What follows belongs to an exercise in optimizing a design on an open flow for small area, a short achievable clock period and few clock cycles per item; a production flow would make more cautious choices. At most, simulation tests tie the RTL to the original design; equivalence was not proved. Power is estimated from default activity; no workload was simulated.

==> flow/design.v <==
module cc_group_enc (
    input  wire        clk,
    input  wire        rst,
    input  wire        in_valid,
    output wire        in_ready,
    input  wire [15:0] in_res,
    input  wire        in_last,
    output wire        out_valid,
    input  wire        out_ready,
    output reg  [31:0] out_data,
    output reg  [5:0]  out_len,
    output reg         out_last
);
    localparam integer NR = 17;    
    localparam integer NT = NR+2;  
    localparam integer GQ = 4;     
    function automatic lt8(input [7:0] a, input [7:0] b);
        reg br;
        integer t;
        begin
            br = 1'b0;
            for (t = 0; t < 8; t = t + 1)
                br = (~a[t] & b[t]) | (~a[t] & br) | (b[t] & br);
            lt8 = br;
        end
    endfunction
    function automatic [7:0] add8s(input [7:0] a, input [4:0] b);
        reg c;
        integer t;
        begin
            c = 1'b0;
            for (t = 0; t < 8; t = t + 1) begin
                if (t < 5) begin
                    add8s[t] = a[t] ^ b[t] ^ c;
                    c = (a[t] & b[t]) | (c & (a[t] ^ b[t]));
                end else begin
                    add8s[t] = a[t] ^ c;
                    c = a[t] & c;
                end
            end
            add8s = add8s | {c, c, c, c, 3'd0, c};    
        end
    endfunction
    function automatic [4:0] addk(input [3:0] q, input [3:0] c);
        reg cy;
        integer t;
        begin
            cy = 1'b0;
            for (t = 0; t < 4; t = t + 1) begin
                addk[t] = q[t] ^ c[t] ^ cy;
                cy = (q[t] & c[t]) | (cy & (q[t] ^ c[t]));
            end
            addk[4] = cy;
        end
    endfunction
    reg        rdy_q;
    reg        iv;
    reg [15:0] ires;
    reg        ilast;
    assign in_ready = rdy_q;
    always @(posedge clk) begin
        ires  <= in_res;
        ilast <= in_last;
        iv    <= in_valid & rdy_q & ~rst;
    end
    wire [15:0] u = ires[15] ? ~{ires[14:0], 1'b0} : {ires[14:0], 1'b0};
    reg [15:0] ring [0:NR-1];
    reg [4:0]  wr;             
    reg [4:0]  rd;             
    reg [4:0]  occ;            
    reg [7:0]  cost [0:14];
    reg [7:0]  c15;            
    reg [3:0]  gm;             
    reg        gfirst;         
    reg        fin;            
    wire [19:0] uext = {4'd0, u};
    reg  [4:0]  len_k [0:14];
    integer k;
    always @(*) begin
        for (k = 0; k < 15; k = k + 1) begin
            len_k[k] = addk(uext[k +: 4], k) | {5{(uext >> (k + 4)) != 20'd0}};
        end
    end
    always @(posedge clk) begin
        if (rst) begin
            gfirst <= 1'b1;
            fin    <= 1'b0;
        end else begin
            fin <= iv & ilast;
            if (iv) gfirst <= ilast;
        end
        for (k = 0; k < 15; k = k + 1)
            cost[k] <= add8s(gfirst ? 8'd0 : cost[k], iv ? len_k[k] : 5'd0);
        c15 <= add8s(gfirst ? 8'd0 : c15, iv ? 5'd15 : 5'd0);
        gm <= (gfirst ? 4'hF : gm) + {3'd0, iv};
        if (iv) ring[wr] <= u;
    end
    reg [7:0] cc  [0:15];
    reg [7:0] lv1c [0:7];
    reg [3:0] lv1k [0:7];
    reg [7:0] lv2c [0:3];
    reg [3:0] lv2k [0:3];
    reg [7:0] lv3c [0:1];
    reg [3:0] lv3k [0:1];
    reg [3:0] kbest;
    integer gg;
    always @(*) begin
        for (gg = 0; gg < 15; gg = gg + 1) cc[gg] = cost[gg];
        cc[15] = c15;
        for (gg = 0; gg < 8; gg = gg + 1) begin
            if (lt8(cc[2*gg+1], cc[2*gg])) begin lv1c[gg] = cc[2*gg+1]; lv1k[gg] = 2*gg+1; end
            else                           begin lv1c[gg] = cc[2*gg];   lv1k[gg] = 2*gg;   end
        end
        for (gg = 0; gg < 4; gg = gg + 1) begin
            if (lt8(lv1c[2*gg+1], lv1c[2*gg])) begin lv2c[gg] = lv1c[2*gg+1]; lv2k[gg] = lv1k[2*gg+1]; end
            else                               begin lv2c[gg] = lv1c[2*gg];   lv2k[gg] = lv1k[2*gg];   end
        end
        for (gg = 0; gg < 2; gg = gg + 1) begin
            if (lt8(lv2c[2*gg+1], lv2c[2*gg])) begin lv3c[gg] = lv2c[2*gg+1]; lv3k[gg] = lv2k[2*gg+1]; end
            else                               begin lv3c[gg] = lv2c[2*gg];   lv3k[gg] = lv2k[2*gg];   end
        end
        kbest = lt8(lv3c[1], lv3c[0]) ? lv3k[1] : lv3k[0];
    end
    reg [3:0] qk [0:3];
    reg [3:0] qn [0:3];
    reg [2:0] qh;              
    reg [2:0] qt;              
    wire [2:0] gq = qt - qh;   
    reg [1:0]  pc;             
    reg [15:0] pu;             
    reg [15:0] pb;             
    wire       pv = (pc != 2'd0);
    reg        ov;
    reg [3:0]  idx;            
    reg        first;          
    assign out_valid = ov;
    wire [3:0]  kh  = qk[qh[1:0]];
    wire [3:0]  nh  = qn[qh[1:0]];
    wire        k15 = (kh == 4'd15);
    wire [31:0] sr  = {pu, 16'd0} >> kh;            
    wire [15:0] hi  = sr[31:16];
    wire [15:0] lo  = sr[15:0];
    wire [3:0]  q   = hi[3:0];
    wire        esc = ~k15 & (|hi[15:4]);
    wire [47:0] rv  = {16'hFFFF, 1'b0, lo, 15'd0};
    wire [31:0] rc  = rv[47:0] >> q;                
    wire [4:0]  qk1 = {1'b0, q} + {1'b0, kh} + 5'd1;
    wire        honly = first & esc;
    reg  [31:0] beat;
    reg  [5:0]  blen;
    always @(*) begin
        if (honly) begin
            beat = {kh, 28'd0};
            blen = 6'd4;
        end else if (esc) begin
            beat = {16'hFFFF, pu};
            blen = 6'd32;
        end else if (k15) begin
            beat = first ? {4'hF, pu, 12'd0} : {pu, 16'd0};
            blen = first ? 6'd20 : 6'd16;
        end else begin
            beat = first ? {kh, rc[31:4]} : rc;
            blen = {1'b0, qk1} + (first ? 6'd4 : 6'd0);
        end
    end
    wire can    = pv & (gq != 3'd0);                
    wire send_a = can & ~honly;                     
    wire last_a = send_a & (idx == nh);             
    wire ld     = (occ != 5'd0) & (pc != 2'd2);
    wire [15:0] rdat = ring[rd];
    wire adv   = ~ov | out_ready;
    wire emit  = adv & can;
    wire take  = adv & send_a;
    wire glast = adv & last_a;
    always @(posedge clk) begin
        if (emit) begin
            out_data <= beat;
            out_len  <= blen;
            out_last <= last_a;
        end
        if (take | (pc == 2'd0))
            pu <= (pc == 2'd2) ? pb : rdat;
        if (~take & (pc == 2'd1))
            pb <= rdat;
    end
    wire [4:0] wr1 = (wr == NR - 1) ? 5'd0 : wr + 5'd1;
    wire [4:0] rd1 = (rd == NR - 1) ? 5'd0 : rd + 5'd1;
    wire [5:0] tot  = {1'b0, occ} + {4'd0, pc} + {5'd0, iv} + {5'd0, rdy_q};
    wire       s_nf = (tot + 6'd1 <= NT);           
    wire       s_f  = (tot <= NT);                  
    wire [3:0] gc   = {1'b0, gq} + {3'd0, fin} + {3'd0, iv & ilast};
    wire       g_a  = (gc + 4'd1 <= GQ);
    wire       g_b  = (gc + 4'd2 <= GQ);
    wire       tl   = in_valid & rdy_q & in_last;
    wire       rdy_s = send_a ? s_f : s_nf;
    wire       rdy_n = (adv ? rdy_s : s_nf) & (tl ? g_b : g_a);
    always @(posedge clk) begin
        if (rst) begin
            rdy_q <= 1'b1;
            wr    <= 5'd0;
            rd    <= 5'd0;
            occ   <= 5'd0;
            qh    <= 3'd0;
            qt    <= 3'd0;
            pc    <= 2'd0;
            ov    <= 1'b0;
            idx   <= 4'd0;
            first <= 1'b1;
        end else begin
            rdy_q <= rdy_n;
            if (iv) begin
                wr   <= wr1;
            end
            if (ld) begin
                rd   <= rd1;
            end
            pc <= pc + {1'b0, ld} - {1'b0, take};
            occ <= occ + {4'd0, iv} - {4'd0, ld};
            if (fin) qt <= qt + 3'd1;
            if (glast) qh <= qh + 3'd1;
            if (adv) ov <= can;
            if (emit) first <= ~honly & last_a;
            if (take) idx <= last_a ? 4'd0 : idx + 4'd1;
        end
        if (fin) begin
            qk[qt[1:0]] <= kbest;
            qn[qt[1:0]] <= gm;
        end
    end
endmodule
clock: 32.0 ns
lec_check: 0
cap_margin: 20
core_margin: 2
core_utilization: 40
slew_margin: 20
standard.sh (not shown) runs the stock make flow with config.mk's settings and CLKGATE_MAP_FILE= SYNTH_SCRIPT=/design/flow/synth_recipe.tcl, a recipe that flattens the netlist after the stock synthesis.
==> flow/flow/run.sh <==
#!/bin/bash
# Layout flow: the standard ORFS steps, with the port buffers sized for
# speed, setup repair aimed below the clock period by SETUP_SLACK_MARGIN,
# and a clock tree built from larger sink clusters without dummy loads.
# Each step's full output goes to a log of its own in this folder.
set -e
export BUFFER_PORTS_ARGS="-buffer_cell sky130_fd_sc_hd__buf_4"
export SETUP_SLACK_MARGIN=25
export CTS_ARGS="-sink_clustering_enable -repair_clock_nets -dont_use_dummy_load -sink_clustering_size 24 -sink_clustering_max_diameter 110"
for step in synth floorplan place cts route finish; do
    bash standard.sh $step > $step.log 2>&1
done
Rerun with:
--- a/flow/design.v
+++ b/flow/design.v
@@ -16,11 +16,15 @@
     localparam integer GQ = 4;     
     function automatic lt8(input [7:0] a, input [7:0] b);
-        reg br;
+        reg [7:0] g, e;
+        reg [3:0] gl, el;
         integer t;
         begin
-            br = 1'b0;
-            for (t = 0; t < 8; t = t + 1)
-                br = (~a[t] & b[t]) | (~a[t] & br) | (b[t] & br);
-            lt8 = br;
+            g = ~a & b;
+            e = ~(a ^ b);
+            for (t = 0; t < 4; t = t + 1) begin
+                gl[t] = g[2*t+1] | (e[2*t+1] & g[2*t]);
+                el[t] = e[2*t+1] & e[2*t];
+            end
+            lt8 = gl[3] | (el[3] & gl[2]) | (el[3] & el[2] & gl[1]) | (el[3] & el[2] & el[1] & gl[0]);
         end
     endfunction
@@ -39,5 +43,5 @@
                 end
             end
-            add8s = add8s | {c, c, c, c, 3'd0, c};    
+            add8s = add8s | {8{c}};
         end
     endfunction
@@ -68,8 +72,10 @@
     reg [4:0]  wr;             
     reg [4:0]  rd;             
-    reg [4:0]  occ;            
+    reg [4:0]  wcnt;           
+    reg [4:0]  rcnt;           
+    wire [4:0] occ = wcnt - rcnt;    
     reg [7:0]  cost [0:14];
     reg [7:0]  c15;            
-    reg [3:0]  gm;             
+    reg [4:0]  gn;             
     reg        gfirst;         
     reg        fin;            
@@ -93,5 +99,5 @@
             cost[k] <= add8s(gfirst ? 8'd0 : cost[k], iv ? len_k[k] : 5'd0);
         c15 <= add8s(gfirst ? 8'd0 : c15, iv ? 5'd15 : 5'd0);
-        gm <= (gfirst ? 4'hF : gm) + {3'd0, iv};
+        gn <= (gfirst ? 5'd0 : gn) + {4'd0, iv};
         if (iv) ring[wr] <= u;
     end
@@ -200,5 +206,6 @@
             wr    <= 5'd0;
             rd    <= 5'd0;
-            occ   <= 5'd0;
+            wcnt  <= 5'd0;
+            rcnt  <= 5'd0;
             qh    <= 3'd0;
             qt    <= 3'd0;
@@ -211,10 +218,11 @@
             if (iv) begin
                 wr   <= wr1;
+                wcnt <= wcnt + 5'd1;
             end
             if (ld) begin
                 rd   <= rd1;
+                rcnt <= rcnt + 5'd1;
             end
             pc <= pc + {1'b0, ld} - {1'b0, take};
-            occ <= occ + {4'd0, iv} - {4'd0, ld};
             if (fin) qt <= qt + 3'd1;
             if (glast) qh <= qh + 3'd1;
@@ -225,5 +233,5 @@
         if (fin) begin
             qk[qt[1:0]] <= kbest;
-            qn[qt[1:0]] <= gm;
+            qn[qt[1:0]] <= gn[3:0] - 4'd1;
         end
     end
The new run finished with timing, DRC and antenna clean.
Wire length increases by roughly a tenth.
Synthesized area goes up by a few percent.
Critical path depth does not change.
Sequential cell count increases by 5.
Sequential share of layout area drops by 3.4 points.
Final cell count is higher by a little under a tenth.
Clock skew grows by 0.030 ns.
Global-route usage rises by 0.84 points.
No run of this note included a check of the RTL's function; only the layout flow was run.


## red
cc_group_enc, a different RTL version from the one above (not shown whole).
Size: about 540 flip-flops, roughly 62 I/O pins, about 0.028 mm² of cells after synthesis.
Settings: LEC_CHECK=0, CAP_MARGIN=20, CORE_MARGIN=2, CORE_UTILIZATION=40, SLEW_MARGIN=20; clock period 32.0 ns.
==> flow/flow/run.sh <==
#!/bin/bash
# Layout flow: the standard ORFS steps, with the port buffers sized for
# speed, setup repair aimed below the clock period by SETUP_SLACK_MARGIN,
# and a clock tree built from larger sink clusters without dummy loads.
# Each step's full output goes to a log of its own in this folder.
set -e
export BUFFER_PORTS_ARGS="-buffer_cell sky130_fd_sc_hd__buf_4"
export SETUP_SLACK_MARGIN=24.5
export CTS_ARGS="-sink_clustering_enable -repair_clock_nets -dont_use_dummy_load -sink_clustering_size 24 -sink_clustering_max_diameter 110"
for step in synth floorplan place cts route finish; do
    bash standard.sh $step > $step.log 2>&1
done
Testbench counts of red, summed over its fixed seeds: cycles 48,146, items 3,200.
Modified inputs, blue compared to red
-- flow/design.v --
<<< red, line 13
);
    localparam integer NR = 16;    
    localparam integer GQ = 4;     
    function automatic lt8(input [7:0] a, input [7:0] b);
        reg br;
>>> blue, line 13
);
    localparam integer NR = 16;    
        localparam integer GQ = 4;     
    function automatic lt8(input [7:0] a, input [7:0] b);
        reg br;
<<< red, line 204
    wire       g_b  = (gc + 4'd2 <= GQ);
    wire       tl   = acc & in_last;
    wire       rdy_n = s_ok & (tl ? g_b : g_a);     
    always @(posedge clk) begin
        if (rst) begin
>>> blue, line 204
    wire       g_b  = (gc + 4'd2 <= GQ);
    wire       tl   = acc & in_last;
    wire       rdy_n = s_ok & (tl ? g_b : g_a);
    always @(posedge clk) begin
        if (rst) begin
<<< red, line 219
        end else begin
            rdy_q <= rdy_n;
            if (w)  wr <= wr + 4'd1;
            if (ld) rd <= rd + 4'd1;
            pc <= pc + {1'b0, ld} - {1'b0, take};
            occ <= occ + {4'd0, w} - {4'd0, ld};
>>> blue, line 219
        end else begin
            rdy_q <= rdy_n;
            if (w) begin
                wr   <= wr + 4'd1;
            end
            if (ld) begin
                rd   <= rd + 4'd1;
            end
            pc <= pc + {1'b0, ld} - {1'b0, take};
            occ <= occ + {4'd0, w} - {4'd0, ld};
Findings:
blue and red all finish clean.
Reported for blue and red, power turned out identical to the last digit.
Reg2reg setup slack of blue is on par with red.
Reported for blue and red, die area turned out identical to the last digit.
On final-layout clock-cell area share, blue and red are neck and neck.
The worst setup skew after layout was comparable across blue and red.
Comparing red against blue, there is no change at all in detailed router's first-iteration violation count.
blue and red ended up with roughly the same worst setup slack.
Final cell count without fillers came out exactly the same in blue and red.
On site row count, blue and red are basically level.
Comparing red against blue, there is no change at all in sequential share of layout area.
Testbench counts of blue, summed over its fixed seeds: cycles 48,146, items 3,200.


== north ==
cc_group_enc, a different RTL version from the one above (not shown whole).
Size in the first run: ~2800 cells after synthesis, roughly 62 I/O pins, ~0.032 mm2 of cells after synthesis.
Settings: LEC_CHECK=0, CAP_MARGIN=20, CORE_MARGIN=2, CORE_UTILIZATION=40, SLEW_MARGIN=20; clock period 32.0 ns.
==> flow/flow/run.sh <==
#!/bin/bash
# Standard layout, with port buffers sized for speed and setup repair
# aimed at a tighter slack margin. Each tool's output goes to its own log.
set -e
export BUFFER_PORTS_ARGS="-buffer_cell sky130_fd_sc_hd__buf_4"
export SETUP_SLACK_MARGIN=25
bash standard.sh synth > synth.log 2>&1
bash standard.sh floorplan place cts route finish > layout.log 2>&1
Testbench counts of north, summed over its fixed seeds: cycles 48,146, items 3,200.
> inputs changed (north -> south)
diff --git a/flow/design.v b/flow/design.v
--- a/flow/design.v
+++ b/flow/design.v
@@ -8,17 +8,17 @@
     output wire        out_valid,
     input  wire        out_ready,
     output reg  [31:0] out_data,
     output reg  [5:0]  out_len,
     output reg         out_last
 );
     localparam integer NR = 17;    
     localparam integer NT = NR+2;  
-    localparam integer GQ = 4;     
+    localparam integer GQ = 3;     
     function automatic lt8(input [7:0] a, input [7:0] b);
         reg [7:0] g, e;
         reg [3:0] gl, el;
         integer t;
         begin
             g = ~a & b;
             e = ~(a ^ b);
             for (t = 0; t < 4; t = t + 1) begin
@@ -128,29 +128,29 @@
             else                        w2[gg] = 2'd3;
             c2[gg] = v1[4*gg + w2[gg]];
             k2[gg] = k1[4*gg + w2[gg]];
         end
         kbest = lt8(c2[1], c2[0]) ? k2[1] : k2[0];
     end
     reg [3:0] qk [0:3];
     reg [3:0] qn [0:3];
-    reg [2:0] qh;              
-    reg [2:0] qt;              
-    wire [2:0] gq = qt - qh;   
+    reg [1:0] qh;              
+    reg [1:0] qt;              
+    wire [1:0] gq = qt - qh;   
     reg [1:0]  pc;             
     reg [15:0] pu;             
     reg [15:0] pb;             
     wire       pv = (pc != 2'd0);
     reg        ov;
     reg [3:0]  idx;            
     reg        first;          
     assign out_valid = ov;
-    wire [3:0]  kh  = qk[qh[1:0]];
-    wire [3:0]  nh  = qn[qh[1:0]];
+    wire [3:0]  kh  = qk[qh];
+    wire [3:0]  nh  = qn[qh];
     wire        k15 = (kh == 4'd15);
     wire [31:0] sr  = {pu, 16'd0} >> kh;            
     wire [15:0] hi  = sr[31:16];
     wire [15:0] lo  = sr[15:0];
     wire [3:0]  q   = hi[3:0];
     wire        esc = ~k15 & (|hi[15:4]);
     wire [47:0] rv  = {16'hFFFF, 1'b0, lo, 15'd0};
     wire [31:0] rc  = rv[47:0] >> q;                
@@ -168,17 +168,17 @@
         end else if (k15) begin
             beat = first ? {4'hF, pu, 12'd0} : {pu, 16'd0};
             blen = first ? 6'd20 : 6'd16;
         end else begin
             beat = first ? {kh, rc[31:4]} : rc;
             blen = {1'b0, qk1} + (first ? 6'd4 : 6'd0);
         end
     end
-    wire can    = pv & (gq != 3'd0);                
+    wire can    = pv & (gq != 2'd0);                
     wire send_a = can & ~honly;                     
     wire last_a = send_a & (idx == nh);             
     wire ld     = (occ != 5'd0) & (pc != 2'd2);
     wire [15:0] rdat = ring[rd];
     wire adv   = ~ov | out_ready;
     wire emit  = adv & can;
     wire take  = adv & send_a;
     wire glast = adv & last_a;
@@ -193,50 +193,50 @@
         if (~take & (pc == 2'd1))
             pb <= rdat;
     end
     wire [4:0] wr1 = (wr == NR - 1) ? 5'd0 : wr + 5'd1;
     wire [4:0] rd1 = (rd == NR - 1) ? 5'd0 : rd + 5'd1;
     wire [5:0] tot  = {1'b0, occ} + {4'd0, pc} + {5'd0, iv} + {5'd0, rdy_q};
     wire       s_nf = (tot + 6'd1 <= NT);           
     wire       s_f  = (tot <= NT);                  
-    wire [3:0] gc   = {1'b0, gq} + {3'd0, fin} + {3'd0, iv & ilast};
-    wire       g_a  = (gc + 4'd1 <= GQ);
-    wire       g_b  = (gc + 4'd2 <= GQ);
+    wire [2:0] gc   = {1'b0, gq} + {2'd0, fin} + {2'd0, iv & ilast};
+    wire       g_a  = (gc + 3'd1 <= GQ);
+    wire       g_b  = (gc + 3'd2 <= GQ);
     wire       tl   = in_valid & rdy_q & in_last;
     wire       rdy_s = send_a ? s_f : s_nf;
     wire       rdy_n = (adv ? rdy_s : s_nf) & (tl ? g_b : g_a);
     always @(posedge clk) begin
         if (rst) begin
-            rdy_q <= 1'b1;
+            rdy_q <= 1'b0;
             wr    <= 5'd0;
             rd    <= 5'd0;
             wcnt  <= 5'd0;
             rcnt  <= 5'd0;
-            qh    <= 3'd0;
-            qt    <= 3'd0;
+            qh    <= 2'd0;
+            qt    <= 2'd0;
             pc    <= 2'd0;
             ov    <= 1'b0;
             idx   <= 4'd0;
             first <= 1'b1;
         end else begin
             rdy_q <= rdy_n;
             if (iv) begin
                 wr   <= wr1;
                 wcnt <= wcnt + 5'd1;
             end
             if (ld) begin
                 rd   <= rd1;
                 rcnt <= rcnt + 5'd1;
             end
             pc <= pc + {1'b0, ld} - {1'b0, take};
-            if (fin) qt <= qt + 3'd1;
-            if (glast) qh <= qh + 3'd1;
+            if (fin) qt <= qt + 2'd1;
+            if (glast) qh <= qh + 2'd1;
             if (adv) ov <= can;
             if (emit) first <= ~honly & last_a;
             if (take) idx <= last_a ? 4'd0 : idx + 4'd1;
         end
         if (fin) begin
-            qk[qt[1:0]] <= kbest;
-            qn[qt[1:0]] <= gn[3:0] - 4'd1;
+            qk[qt] <= kbest;
+            qn[qt] <= gn[3:0] - 4'd1;
         end
     end
 endmodule
### Flow results
- From north to south the numbers moved as follows: area after synthesis fell by 190 um2, area of the core stayed essentially flat, post-layout total power fell by 13%, global-route wire length before repair rose by 0.60%.
- south vs north: number of nets at the end of the flow up in south
- south and north ended up with roughly the same number of standard cells after synthesis.
- Cell count | south above north
- north ended up with out_data[29] as its worst setup path startpoint; south ended up with out_data[4].
- Relative to north, the fraction of area in multi-input gates of south is higher by 0.17 points.
- Final worst hold slack, south and north, lower one = south.
- north has higher final wirelength than south.
Only the layout flow was run in south; the RTL was not checked for function there.

## port drivers added, routing unchanged
The flow's constraints put no driver on any port. The routed layouts listed below were extracted and timed again, unchanged, in two steps.
Step 1 assumes that a clkbuf_16 drives the clock port and a buf_2 every other input.
Step 2 adds t to the input delays and takes it off the output delays; t is the mean of the earliest and latest rising clock arrival at the registers after step 1. Input paths then give back, and output paths get back, about the clock's delay inside the block.
a / b / c = ideal / step 1 / step 2; a / b = the first two.
| run | t (ns) | slack for setup (ns) | slew at the worst register clock pin (ns) | worst data-port slew with drivers (ns) |
|---|---|---|---|---|
| the first run of note 1 | 0.659 | 24.411 / 24.351 / 24.133 | 0.10 / 0.10 | 0.04 |
| the second run of note 1 | 0.653 | 24.402 / 24.341 / 24.106 | 0.11 / 0.11 | 0.10 |
| red | 0.641 | 24.438 / 24.384 / 24.034 | 0.10 / 0.10 | 0.04 |
| blue | 0.641 | 24.438 / 24.384 / 24.034 | 0.10 / 0.10 | 0.04 |
| north | 0.665 | 24.448 / 24.388 / 24.255 | 0.07 / 0.07 | 0.04 |
| south | 0.707 | 24.370 / 24.310 / 24.045 | 0.06 / 0.06 | 0.04 |
After both steps every run listed still meets setup and hold.
